This design comes from an exercise in tuning for small area and a short achievable clock period on the open sky130 flow, not from production work. Function was not checked in any run shown here: the RTL went through the layout flow alone. No activity file was given, so power comes from the tool's default toggle rates.

### flow/run.sh
#!/bin/bash
# synth_recipe.tcl (not shown) runs the flow's synth.tcl, then flattens the netlist and writes it again
# the make line also repeats each setting of config.mk as NAME=value (left out here)
make -C /OpenROAD-flow-scripts/flow DESIGN_CONFIG=/design/flow/config.mk WORK_HOME=/design/flow/orfs CLKGATE_MAP_FILE= SYNTH_SCRIPT=/design/flow/synth_recipe.tcl finish
### flow/config.mk
export PLATFORM = sky130hd
export DESIGN_NAME = elem_combine
export DESIGN_NICKNAME = elem_combine
export VERILOG_FILES = /design/flow/design.v
export SDC_FILE = /design/flow/constraint.sdc
export NUM_CORES = 4
export LEC_CHECK = 0
export CAP_MARGIN = 20
export CORE_MARGIN = 2
export CORE_UTILIZATION = 35
export PLACE_DENSITY = 0.5
export SLEW_MARGIN = 20
### flow/constraint.sdc
create_clock -name core_clock -period 25.0 [get_ports {clk}]
set_input_delay 5.0000 -clock core_clock [delete_from_list [all_inputs] [get_ports {clk}]]
set_output_delay 5.0000 -clock core_clock [all_outputs]
set_load 0.01 [all_outputs]
### flow/design.v
module elem_combine (
    input  wire        clk,
    input  wire        rst,         
    input  wire        in_valid,
    input  wire [1:0]  in_op,       
    input  wire [2:0]  in_type,     
    input  wire [31:0] in_a,        
    input  wire [31:0] in_x,        
    output reg         out_valid,
    output reg  [31:0] out_res,
    output reg         out_nan,     
    output reg         out_ovf,     
    output reg         out_bad      
);
    reg        v0;
    reg [1:0]  op0;
    reg [2:0]  t0;
    reg [31:0] a0, x0;
    always @(posedge clk) begin
        if (rst) v0 <= 1'b0;
        else     v0 <= in_valid;
        op0 <= in_op;
        t0  <= in_type;
        a0  <= in_a;
        x0  <= in_x;
    end
    wire t_raw  = (t0 == 3'd0);
    wire t_fp32 = (t0 == 3'd1);
    wire t_bf16 = (t0 == 3'd2);
    wire t_fp16 = (t0 == 3'd3);
    wire t_int8 = (t0 == 3'd4);
    wire t_i32  = (t0 == 3'd5);
    wire t_fp   = t_fp32 | t_bf16 | t_fp16;
    wire t_8    = t_raw | t_int8;
    wire t_16   = t_bf16 | t_fp16;
    wire o_wr  = (op0 == 2'd1);
    wire o_add = (op0 == 2'd2);
    wire o_max = (op0 == 2'd3);
    wire allowed = (o_wr & ~t0[2]) | (o_wr & t0[2] & ~t0[1]) |
                   (o_add & (t_fp | t_i32)) | (o_max & (t_fp | t_int8 | t_i32));
    wire [31:0] aa = t_8 ? {a0[7:0], 24'h0} : t_16 ? {a0[15:0], 16'h0} : a0;
    wire [31:0] xa = t_8 ? {x0[7:0], 24'h0} : t_16 ? {x0[15:0], 16'h0} : x0;
    wire sa = aa[31];
    wire sx = xa[31];
    wire ge;
    ec_add #(31) u_cmp (.a(aa[30:0]), .b(~xa[30:0]), .ci(1'b1), .s(), .co(ge));
    wire max_a = (sa ^ sx) ? sx : ((t_fp & sa) ? ~ge : ge);
    wire sel_a = o_add ? ge : (o_max & max_a);
    wire [31:0] L = sel_a ? aa : xa;
    wire [31:0] S = sel_a ? xa : aa;
    wire a_emax = t_fp16 ? (&aa[30:26]) : (&aa[30:23]);
    wire x_emax = t_fp16 ? (&xa[30:26]) : (&xa[30:23]);
    wire a_fnz  = (|aa[22:0]) | (t_fp16 & (|aa[25:23]));
    wire x_fnz  = (|xa[22:0]) | (t_fp16 & (|xa[25:23]));
    wire a_nan  = a_emax & a_fnz;
    wire x_nan  = x_emax & x_fnz;
    wire any_inf = (a_emax & ~a_fnz) | (x_emax & ~x_fnz);
    wire add_nan = a_nan | x_nan | (a_emax & x_emax & (sa ^ sx));
    wire r_nan = allowed & t_fp & ((o_add & add_nan) | (o_max & (a_nan | x_nan)));
    wire r_fadd = allowed & t_fp & o_add & ~add_nan & ~any_inf;
    wire [31:0] isum;
    ec_add #(32) u_iadd (.a(a0), .b(x0), .ci(1'b0), .s(isum), .co());
    wire [31:0] Lr = (o_add & t_i32) ? isum : L;
    wire [7:0]  ea_raw = t_fp16 ? {3'b000, aa[30:26]} : aa[30:23];
    wire [7:0]  ex_raw = t_fp16 ? {3'b000, xa[30:26]} : xa[30:23];
    wire        ha = (ea_raw != 8'd0);
    wire        hx = (ex_raw != 8'd0);
    wire [7:0]  ea = {ea_raw[7:1], ea_raw[0] | ~ha};
    wire [7:0]  ex = {ex_raw[7:1], ex_raw[0] | ~hx};
    wire [7:0]  d_ax, d_xa;
    ec_add #(8) u_dax (.a(ea), .b(~ex), .ci(1'b1), .s(d_ax), .co());
    ec_add #(8) u_dxa (.a(ex), .b(~ea), .ci(1'b1), .s(d_xa), .co());
    wire [7:0]  d  = sel_a ? d_ax : d_xa;
    wire        hs = sel_a ? hx : ha;
    wire [23:0] ms = {hs, t_fp16 ? S[25:3] : S[22:0]};
    wire        zsign = ~ha & ~hx & ~(|aa[25:0]) & ~(|xa[25:0]) & sa & sx;
    wire [26:0] sh0 = {ms, 3'b000};
    wire        big = |d[7:5];
    wire [26:0] sh1 = d[0] ? {1'b0,  sh0[26:1]} : sh0;
    wire        st1 = d[0] & sh0[0];
    wire [26:0] sh2 = d[1] ? {2'b0,  sh1[26:2]} : sh1;
    wire        st2 = st1 | (d[1] & (|sh1[1:0]));
    wire [26:0] sh3 = d[2] ? {4'b0,  sh2[26:4]} : sh2;
    wire        st3 = st2 | (d[2] & (|sh2[3:0]));
    wire [26:0] sh4 = d[3] ? {8'b0,  sh3[26:8]} : sh3;
    wire        st4 = st3 | (d[3] & (|sh3[7:0]));
    wire [26:0] sh5 = d[4] ? {16'b0, sh4[26:16]} : sh4;
    wire        st5 = st4 | (d[4] & (|sh4[15:0]));
    wire [26:0] als = big ? {26'b0, |ms} : {sh5[26:1], sh5[0] | st5};
    reg        v1;
    reg [31:0] L1;
    reg [26:0] als1;
    reg        sub1, nan1, bad1, fadd1, zs1, h16_1, bf_1, t8_1, t16_1;
    always @(posedge clk) begin
        if (rst) v1 <= 1'b0;
        else     v1 <= v0;
        L1    <= Lr;
        als1  <= als;
        sub1  <= sa ^ sx;
        nan1  <= r_nan;
        bad1  <= ~allowed;
        fadd1 <= r_fadd;
        zs1   <= zsign;
        h16_1 <= t_fp16;
        bf_1  <= t_bf16;
        t8_1  <= t_8;
        t16_1 <= t_16;
    end
    wire [7:0]  el_raw = h16_1 ? {3'b000, L1[30:26]} : L1[30:23];
    wire        hl = (el_raw != 8'd0);
    wire [7:0]  el = {el_raw[7:1], el_raw[0] | ~hl};
    wire [23:0] ml = {hl, h16_1 ? L1[25:3] : L1[22:0]};
    wire [27:0] sum;
    ec_add #(27) u_add (.a({ml, 3'b000}), .b(als1 ^ {27{sub1}}), .ci(sub1),
                        .s(sum[26:0]), .co(sum[27]));
    wire        cy = sum[27] & ~sub1;
    wire [26:0] lim_bit = (el < 8'd28) ? (27'h400_0000 >> (el - 8'd1)) : 27'h0;
    wire [26:0] lzin = sum[26:0] | lim_bit;
    reg  [4:0]  lz;
    integer k;
    always @(*) begin
        lz = 5'd0;
        for (k = 0; k < 27; k = k + 1)
            if (lzin[k]) lz = 5'd26 - k[4:0];
    end
    reg        v2;
    reg [31:0] L2;
    reg [27:0] sum2;
    reg [4:0]  lz2;
    reg        nan2, bad2, fadd2, zs2, h16_2, bf_2, t8_2, t16_2;
    always @(posedge clk) begin
        if (rst) v2 <= 1'b0;
        else     v2 <= v1;
        L2    <= L1;
        sum2  <= {cy, sum[26:0]};
        lz2   <= lz;
        nan2  <= nan1;
        bad2  <= bad1;
        fadd2 <= fadd1;
        zs2   <= zs1;
        h16_2 <= h16_1;
        bf_2  <= bf_1;
        t8_2  <= t8_1;
        t16_2 <= t16_1;
    end
    wire [7:0]  e2_raw = h16_2 ? {3'b000, L2[30:26]} : L2[30:23];
    wire [7:0]  e2 = {e2_raw[7:1], e2_raw[0] | (e2_raw == 8'd0)};
    wire        sl = L2[31];
    wire [26:0] nrm = sum2[27] ? {sum2[27:2], sum2[1] | sum2[0]} : (sum2[26:0] << lz2);
    wire [8:0]  e_n = sum2[27] ? {1'b0, e2} + 9'd1 : {1'b0, e2} - {4'b0, lz2};
    wire        hid = nrm[26];
    wire        zero_sum = ~(|sum2);
    wire        g_32 = nrm[2],  st_32 = |nrm[1:0],  l_32 = nrm[3];
    wire        g_16 = nrm[15], st_16 = |nrm[14:0], l_16 = nrm[16];
    wire        g_bf = nrm[18], st_bf = |nrm[17:0], l_bf = nrm[19];
    wire        rnd = h16_2 ? (g_16 & (st_16 | l_16)) :
                      bf_2  ? (g_bf & (st_bf | l_bf)) :
                              (g_32 & (st_32 | l_32));
    wire [22:0] frac_t = h16_2 ? {nrm[25:16], 13'h0} :
                         bf_2  ? {nrm[25:19], 16'h0} : nrm[25:3];
    wire [22:0] inc = h16_2 ? {9'h0, rnd, 13'h0} :
                      bf_2  ? {6'h0, rnd, 16'h0} : {22'h0, rnd};
    wire [31:0] pk;
    ec_add #(32) u_rnd (.a({hid ? e_n : 9'd0, frac_t}), .b({9'd0, inc}), .ci(1'b0), .s(pk), .co());
    wire [8:0]  e_r = pk[31:23];
    wire        ovf = h16_2 ? (e_r >= 9'd31) : (e_r >= 9'd255);
    reg [31:0] fsum;
    always @(*) begin
        if (zero_sum)
            fsum = {zs2, 31'h0};
        else if (ovf)
            fsum = h16_2 ? {sl, 5'h1F, 26'h0} : {sl, 8'hFF, 23'h0};
        else
            fsum = h16_2 ? {sl, e_r[4:0], pk[22:13], 16'h0} : {sl, e_r[7:0], pk[22:0]};
    end
    reg [31:0] ral;
    always @(*) begin
        if (bad2)
            ral = 32'h0;
        else if (nan2)
            ral = h16_2 ? 32'h7E00_0000 : 32'h7FC0_0000;
        else if (fadd2)
            ral = fsum;
        else
            ral = L2;
    end
    wire [31:0] res = t8_2 ? {24'h0, ral[31:24]} : t16_2 ? {16'h0, ral[31:16]} : ral;
    wire        r_ovf = fadd2 & ~zero_sum & ovf;
    always @(posedge clk) begin
        if (rst) out_valid <= 1'b0;
        else     out_valid <= v2;
        out_res <= res;
        out_nan <= nan2;
        out_ovf <= r_ovf;
        out_bad <= bad2;
    end
endmodule
module ec_add #(parameter W = 8) (
    input  wire [W-1:0] a,
    input  wire [W-1:0] b,
    input  wire         ci,
    output wire [W-1:0] s,
    output wire         co
);
    reg [W:0] G, P, Gn, Pn;
    integer lv, i, j;
    always @(*) begin
        G = {a & b, ci};
        P = {a ^ b, 1'b0};
        for (lv = 0; (1 << lv) < W + 1; lv = lv + 1) begin
            Gn = G;
            Pn = P;
            for (i = 0; i < W + 1; i = i + 1)
                if ((i >> lv) & 1) begin
                    j = ((i >> lv) << lv) - 1;
                    Gn[i] = G[i] | (P[i] & G[j]);
                    Pn[i] = P[i] & P[j];
                end
            G = Gn;
            P = Pn;
        end
    end
    assign s  = a ^ b ^ G[W-1:0];
    assign co = G[W];
endmodule
==> results of run 1 <==
-- power breakdown --
| group | switching (mW) | internal (mW) | total [mW] | leakage [nW] |
|---|---|---|---|---|
| registers | 0.106 | 0.463 | 0.569 | 2.07 |
| logic | 0.747 | 0.493 | 1.24 | 5.95 |
| clock network | 0.179 | 0.258 | 0.437 | 0.479 |
| total | 1.03 | 1.21 | 2.25 | 8.50 |
-- cell type report --
cell class,instances,area share [%]
Inverter,106,1.91
Antenna cell,1,0.0120
Sequential cell,249,24.0
Clock inverter,18,1.17
Multi-Input combinational cell,1694,59.3
Tap cell,680,4.09
Clock buffer,32,3.59
Timing Repair Buffer,127,5.88
-- logic make-up after synthesis --
group | synth area share, %
compound gates | 20.0
xor+xnor | 5.01
fa+ha+maj | 9.52
buf+inv | 4.83
flops | 27.4
mux | 13.6
simple gates | 19.5
-- how the worst max path moves through the flow --
stage / slack [ns] / cells past startpoint / startpoint / end
after global placement: 17.61 / 20 / t0[2] / als1[3]
after floorplan: 19.67 / 0 / out_bad / out_bad
after global routing: 16.73 / 19 / t0[2] / als1[7]
after CTS: 17.36 / 19 / t0[2] / als1[9]
final: 17.20 / 19 / t0[2] / als1[9]
after detailed placement: 17.37 / 19 / t0[2] / als1[9]
-- critical path: cells and delay by family, from the launching register on --
| family | cells | cell delay [ns] |
|---|---|---|
| AO/OA/AOI/OAI | 8 | 2.93 |
| adder cells (fa/ha/maj) | 1 | 0.34 |
| flip-flops | 1 | 0.68 |
| AND/OR/NAND/NOR | 5 | 1.80 |
| multiplexers | 1 | 0.36 |
| buffers and inverters | 4 | 1.52 |
-- cell usage in the layout, fill, tap and decap left out, drive strengths merged, types with 25 or more instances in the layout --
cell and count:
inv 106, nand2 225, xnor2 48, mux2 57
xor2 56, a21oi 172, nand3 44, mux2i 67
nor4 34, clkbuf 32, mux4 50, a211oi 42
nor2 215, ha 119, dfxtp 249, o21ai 79
clkdlybuf4s50 107, nor2b 28, nor3 45, and2 25
-- stage by stage --
step | std cells | utilization [%] | power [mW]
2_1_floorplan | 2157 | - | 1.42
3_3_place_gp | 2856 | 38.6 | 1.80
3_5_place_dp | 2856 | 38.6 | 1.79
4_1_cts | 2906 | 40.5 | 2.24
5_1_grt | 2906 | 40.5 | 2.39
6_report | 2907 | 40.5 | 2.25
-- state kept, by name (all words and copies together) (netlist names), 2 cells and up --
name and flops:
L1 32, L2 32, a0 32, out_res 32
x0 32, sum2 28, als1 27, lz2 5
t0 3, op0 2
-- per-layer routing --
metal	vias to the layer above	global-route usage (%)	share of wire (%)
met1	8172	32.9	42
met2	690	44.7	48
met5	-	0	0
met3	119	2.98	5.7
li1	7973	-	-
met4	0	8.39	3.6
==> run notes, run 1 <==
num ports approximately 110; Ys Warns 5; Final Net Count between 2000 and 2500; area leader, netlist dfxtp_1; vias in the first global route ~17000; Peak VDD IR ~0.00005 V; CTS buffer count 28; wire length per cell 24.1 µm; die width between 200 and 250 µm; Clock transition at path regs ~0.06 ns; Max Root-Sink Buffers 3; pin count of the biggest net entering global routing 64; worst r2r dst als1[9]; f_max roughly 0.13 GHz; DRC violations left 0; FFs w/ async S/R, synth 0%; clock sink count 249; slowest CP cell a21oi_4; Yosys cell types between 90 and 100; Max transition margin about a third; # hold bufs at CTS 0; flop2flop setup slack 17.20 ns; cell chain of the critical path nand2b_1 -> inv_1 -> a221oi_1 -> inv_1 -> ha_1 -> nand4_1 -> nor4_1 -> o21a_1 -> o211ai_1 -> a21oi_4 -> buf_4 -> nor2_1 -> o311ai_0 -> o2bb2ai_1 -> mux2_2 -> a31oi_1 -> buf_4 -> nand2b_1 -> o22ai_1; critical path type reg2reg; #FFs+latches synth roughly 250; layout cells sized above 1 under 10%; R2R Path Start t0[2]; crit path time final 7.80 ns; area share of the largest cell type after synthesis between 20% and 30%; ys flop type dfxtp_1; DR vias 17000; WL final ~70000 µm; Worst path max stage delay 0.83 ns; most frequent cell after synthesis dfxtp_1; Synth top cells by count dfxtp_1, nand2_1, nor2_1, a21oi_1, ha_1; Leak approximately 8.5 nW; status no timing/DRC/antenna violations; CP required approximately 25 ns; DR vias/cell between 5 and 6; Worst-Margin Slew approximately 0.97 ns; Clock Skew between 0.04 and 0.05 ns; PortBufs ~110; TritonCTS clock tree done; critical path arrival 8.26 ns; EDFF count, synth 0; Synth Net Count between 2000 and 2500; Post-CTS Resized 0; power density over the cells around 110 nW/µm²; Post-CTS Repair Setup Buffers 0; critical path launch point type flop; final setup violation count 0; footprint of the multi-input gates 12300 µm²; Placeable Area a little over 50000 µm²; Final Max Slew Viols 0; DR iter-0 viols about 1600; hold-critical path endpoint bad2; critical path endpoint category flop; final hold violations 0; H-tree levels 1; CTS root buf clkbuf_16; gr ovfl total 0; fill count ~5200; Tcrit/Tclk final around 31%; gr usage total between 20% and 30%; DP Wirelength around 56000 µm; Area Growth Syn to Fin 14.4%; Starting Density between 30% and 40%; Die Y 232 µm; RePlAce Congestion about 0.99; DR pass1 iterations 6; Seq. cell area roughly 5000 µm²; Place WS around 17 ns; cells after synthesis between 2000 and 2500; final worst setup slack 17.20 ns; initial antenna violation count 1; RSZ-0062 raised after global routing no; CP Max Fanout 35; Antenna Violating Nets Remaining 0; Hold Path Depth 0; R2R cell count 19; Die ar. 53700 µm²; max-cap violations 0; min-delay src bad1; first-pass GRT wire length 105000 µm; post-layout instance area approximately 21000 µm²; row count 83; Syn Std Cell Area 18200 µm²; Clk Latency, worst-skew pair about 0.6 ns; placed cell areas about 20000 µm²; sequential fraction of the synthesis area between 20 and 30%; dominant cells by area after synthesis dfxtp_1, ha_1, mux4_2, a21oi_1, nand2_1; setup TNS 0 ns; syn avg cell area about 8.4 µm²; WHS around 0.33 ns; Worst Hold Class reg2reg
==> run 2, diff against run 1 <==
--- a/flow/config.mk
+++ b/flow/config.mk
@@ -7,2 +7,3 @@
 export LEC_CHECK = 0
+export ABC_AREA = 1
 export CAP_MARGIN = 20
==> run notes, run 2 <==
Top delay family on crit path simple AND/OR/NAND/NOR gates; Area Growth Syn to Fin 14.4%; Clock Skew slightly above 0.03 ns; wire length per cell 19.4 µm; Worst path max stage delay approximately 0.59 ns; Die ar. approximately 53000 µm²; syn avg cell area about 6.5 µm²; cells after synthesis approximately 2700; DRC violations left 0; Tcrit/Tclk final approximately 27%; sequential fraction of the synthesis area around 28%; # hold bufs at CTS 0; final cell count without fillers roughly 3500; final hold violations 0; Post-Place Cells around 3400; Max Root-Sink Buffers 3; Clk Latency, worst-skew pair roughly 0.59 ns; vias in the first global route 17900; ys flop type dfxtp_1; Worst Hold Class reg2reg; Peak VDD IR roughly 0.00006 V; initial antenna violation count 1; DR vias/cell between 5 and 6; critical path type reg2reg; R2R Path Start t0[1]; DR pass1 iterations 6; die width between 200 and 250 µm; Synth Net Count 2942; CP required between 20 and 30 ns; routing usage on met1 a little under a third; Syn Std Cell Area around 18000 µm²; Synth top cells by count nand2_1, inv_1, nand3_1, dfxtp_1, nor2_1; gr usage total around 25%; Buffers & Inverters on Critical Path 5; flop2flop setup slack 18.28 ns; Final Net Count ~3000; RePlAce Congestion ~0.95; Ys Warns 5; Critical Path Most Common Cell nand2_1; num ports 108; CTS root buf clkbuf_16; crit path time final 6.72 ns; worst setup path start t0[1]; PortBufs 107; CP Max Fanout 69; met2 Use GR between 40% and 50%; final worst setup slack between 15 and 20 ns; RSZ-0062 raised after global routing no; #FFs+latches synth between 200 and 250; slowest CP cell a31oi_1; clock sink count roughly 250; power density over the cells between 100 and 150 nW/µm²; n_diodes 0; WHS around 0.33 ns; Post-CTS Repair Setup Buffers 0; area leader, netlist dfxtp_1; row count just over 80; critical path launch point type flop; critical path arrival about 7.2 ns; Die Y about 230 µm; most common cell after layout, fill and taps aside nand2_1; EDFF count, synth 0; min-delay src t16_1; DR iter-0 viols about 1600; GR peak layer met2; Worst-Margin Slew ~1 ns; most frequent cell after synthesis nand2_1; Starting Density approximately 36%; DP Wirelength approximately 55000 µm; Clock transition at path regs ~0.07 ns; Max transition margin about 33%; setup TNS 0 ns; routing usage on met3 between 2 and 2.5%; FFs w/ async S/R, synth 0%; DR vias between 15000 and 20000; Post-CTS Resized 0; f_max between 0.1 and 0.15 GHz; most frequent cells in the layout nand2_1, inv_1, nand3_1, dfxtp_1, nor2_1; Leak around 9.6 nW; CTS buffer count 29; Antenna Violating Nets Remaining 0; WL final between 60000 and 70000 µm; status no timing/DRC/antenna violations; Final Max Slew Viols 0; TritonCTS clock tree done; dominant cells by area after synthesis dfxtp_1, nand2_1, ha_1, nand3_1, inv_1; gr ovfl total 0; final setup violation count 0; first-pass GRT wire length just over 100000 µm; critical path endpoint category flop; layout cells sized above 1 about 5.5%; H-tree levels 1; max-cap violations 0; pin count of the biggest net entering global routing 70; Place WS between 15 and 20 ns; area share of the largest cell type after synthesis between 20 and 30%; Placeable Area 50300 µm²; Yosys cell types 67
run 2: cell count changes in the layout (fill, tap and decap cells not counted), moves of 36 or more:
cell	before	now
a211oi_1	41	5
a21oi_1	168	131
inv_1	103	308
mux2_2	56	0
mux2i_1	67	6
mux4_2	41	0
nand2_1	225	682
nand3_1	43	255
o21ai_0	75	166
o21ai_1	3	59
run 2: area by class of cell:
cell class / instances / area (µm²)
inverters: 331 / 1240
well taps: 672 / 841
flip-flops and latches: 249 / 4980
clock inverters: 20 / 220
fillers: 5457 / 29800
clock buffers: 34 / 785
repair buffers: 126 / 1220
multi-input cells: 2048 / 11100
run 2: final timing paths:
kind	to	depth (start not counted)
worst max register to register	als1[0]	31
worst min register to register	t16_2	0
worst max-delay path	als1[0]	31
worst min-delay path	t16_2	0
run 2: cells by family (layout without fill, tap and decap cells):
family | count (synthesis) | in the layout | share of synthesized area [%]
DFF | 249 | 249 | 27.9
xor gates and xnor gates | 78 | 78 | 3.87
muxes | 6 | 6 | 0.336
AOI/OAI and AO/OA | 503 | 503 | 16.3
and+or+nand+nor | 1330 | 1330 | 32.1
buffers and inverters | 442 | 511 | 9.72
adders and majority gates | 131 | 131 | 9.69
run 2: worst reg2reg max path: cells and delay by family, from the launching register on:
kind	cells	cell delay, ns
and+or+nand+nor	18	2.54
DFF	1	0.39
adders and majority gates	1	0.35
buffers and inverters	5	1.89
xor gates and xnor gates	1	0.14
AOI/OAI and AO/OA	6	1.34
run 2: report_power, final:
| group | switching, mW | leakage (nW) | internal, mW | total (mW) |
|---|---|---|---|---|
| Sequential | 0.0653 | 2.08 | 0.470 | 0.535 |
| Combinational | 0.893 | 7.02 | 0.421 | 1.31 |
| Clock | 0.186 | 0.491 | 0.251 | 0.436 |
run 2: per-stage QoR:
stage / instance area [µm²] / power (mW) / util, %
2_1_floorplan: 17900 / 1.47 / -
3_3_place_gp: 19400 / 1.84 / 38.6
3_5_place_dp: 19400 / 1.85 / 38.6
4_1_cts: 20400 / 2.29 / 40.6
5_1_grt: 20400 / 2.48 / 40.6
6_report: 20400 / 2.29 / 40.6
run 2: layer usage:
layer	part of all wire [%]	up-vias
li1	-	9163
met1	41	8504
met2	50	618
met3	5.2	129
met4	3.5	0
met5	0	-

## port drivers added, routing unchanged
No port has a modelled driver above. Below, the same layouts with a new extraction and two added sets of constraints.
Step 1 sets driving cells, clkbuf_16 on the clock port and buf_2 on the other inputs (assumed; they add their load-dependent delay and slew).
Step 2, shift: input delay + t, output delay - t, t = (earliest + latest rising clock arrival at the registers) / 2. This alone moves slack from input paths to output paths.
Three values: ideal ports, drivers, drivers and shift; two values: the first two.
| run | t (ns) | slack for setup (ns) | clock arrival spread, ns | pins driven straight from the clock port |
|---|---|---|---|---|
| run 1 | 0.635 | 17.197 / 17.197 / 17.197 | 0.043 / 0.043 | 1 |
| run 2 | 0.636 | 18.277 / 18.277 / 18.277 | 0.030 / 0.030 | 1 |
After both steps setup and hold are still met in every run listed.
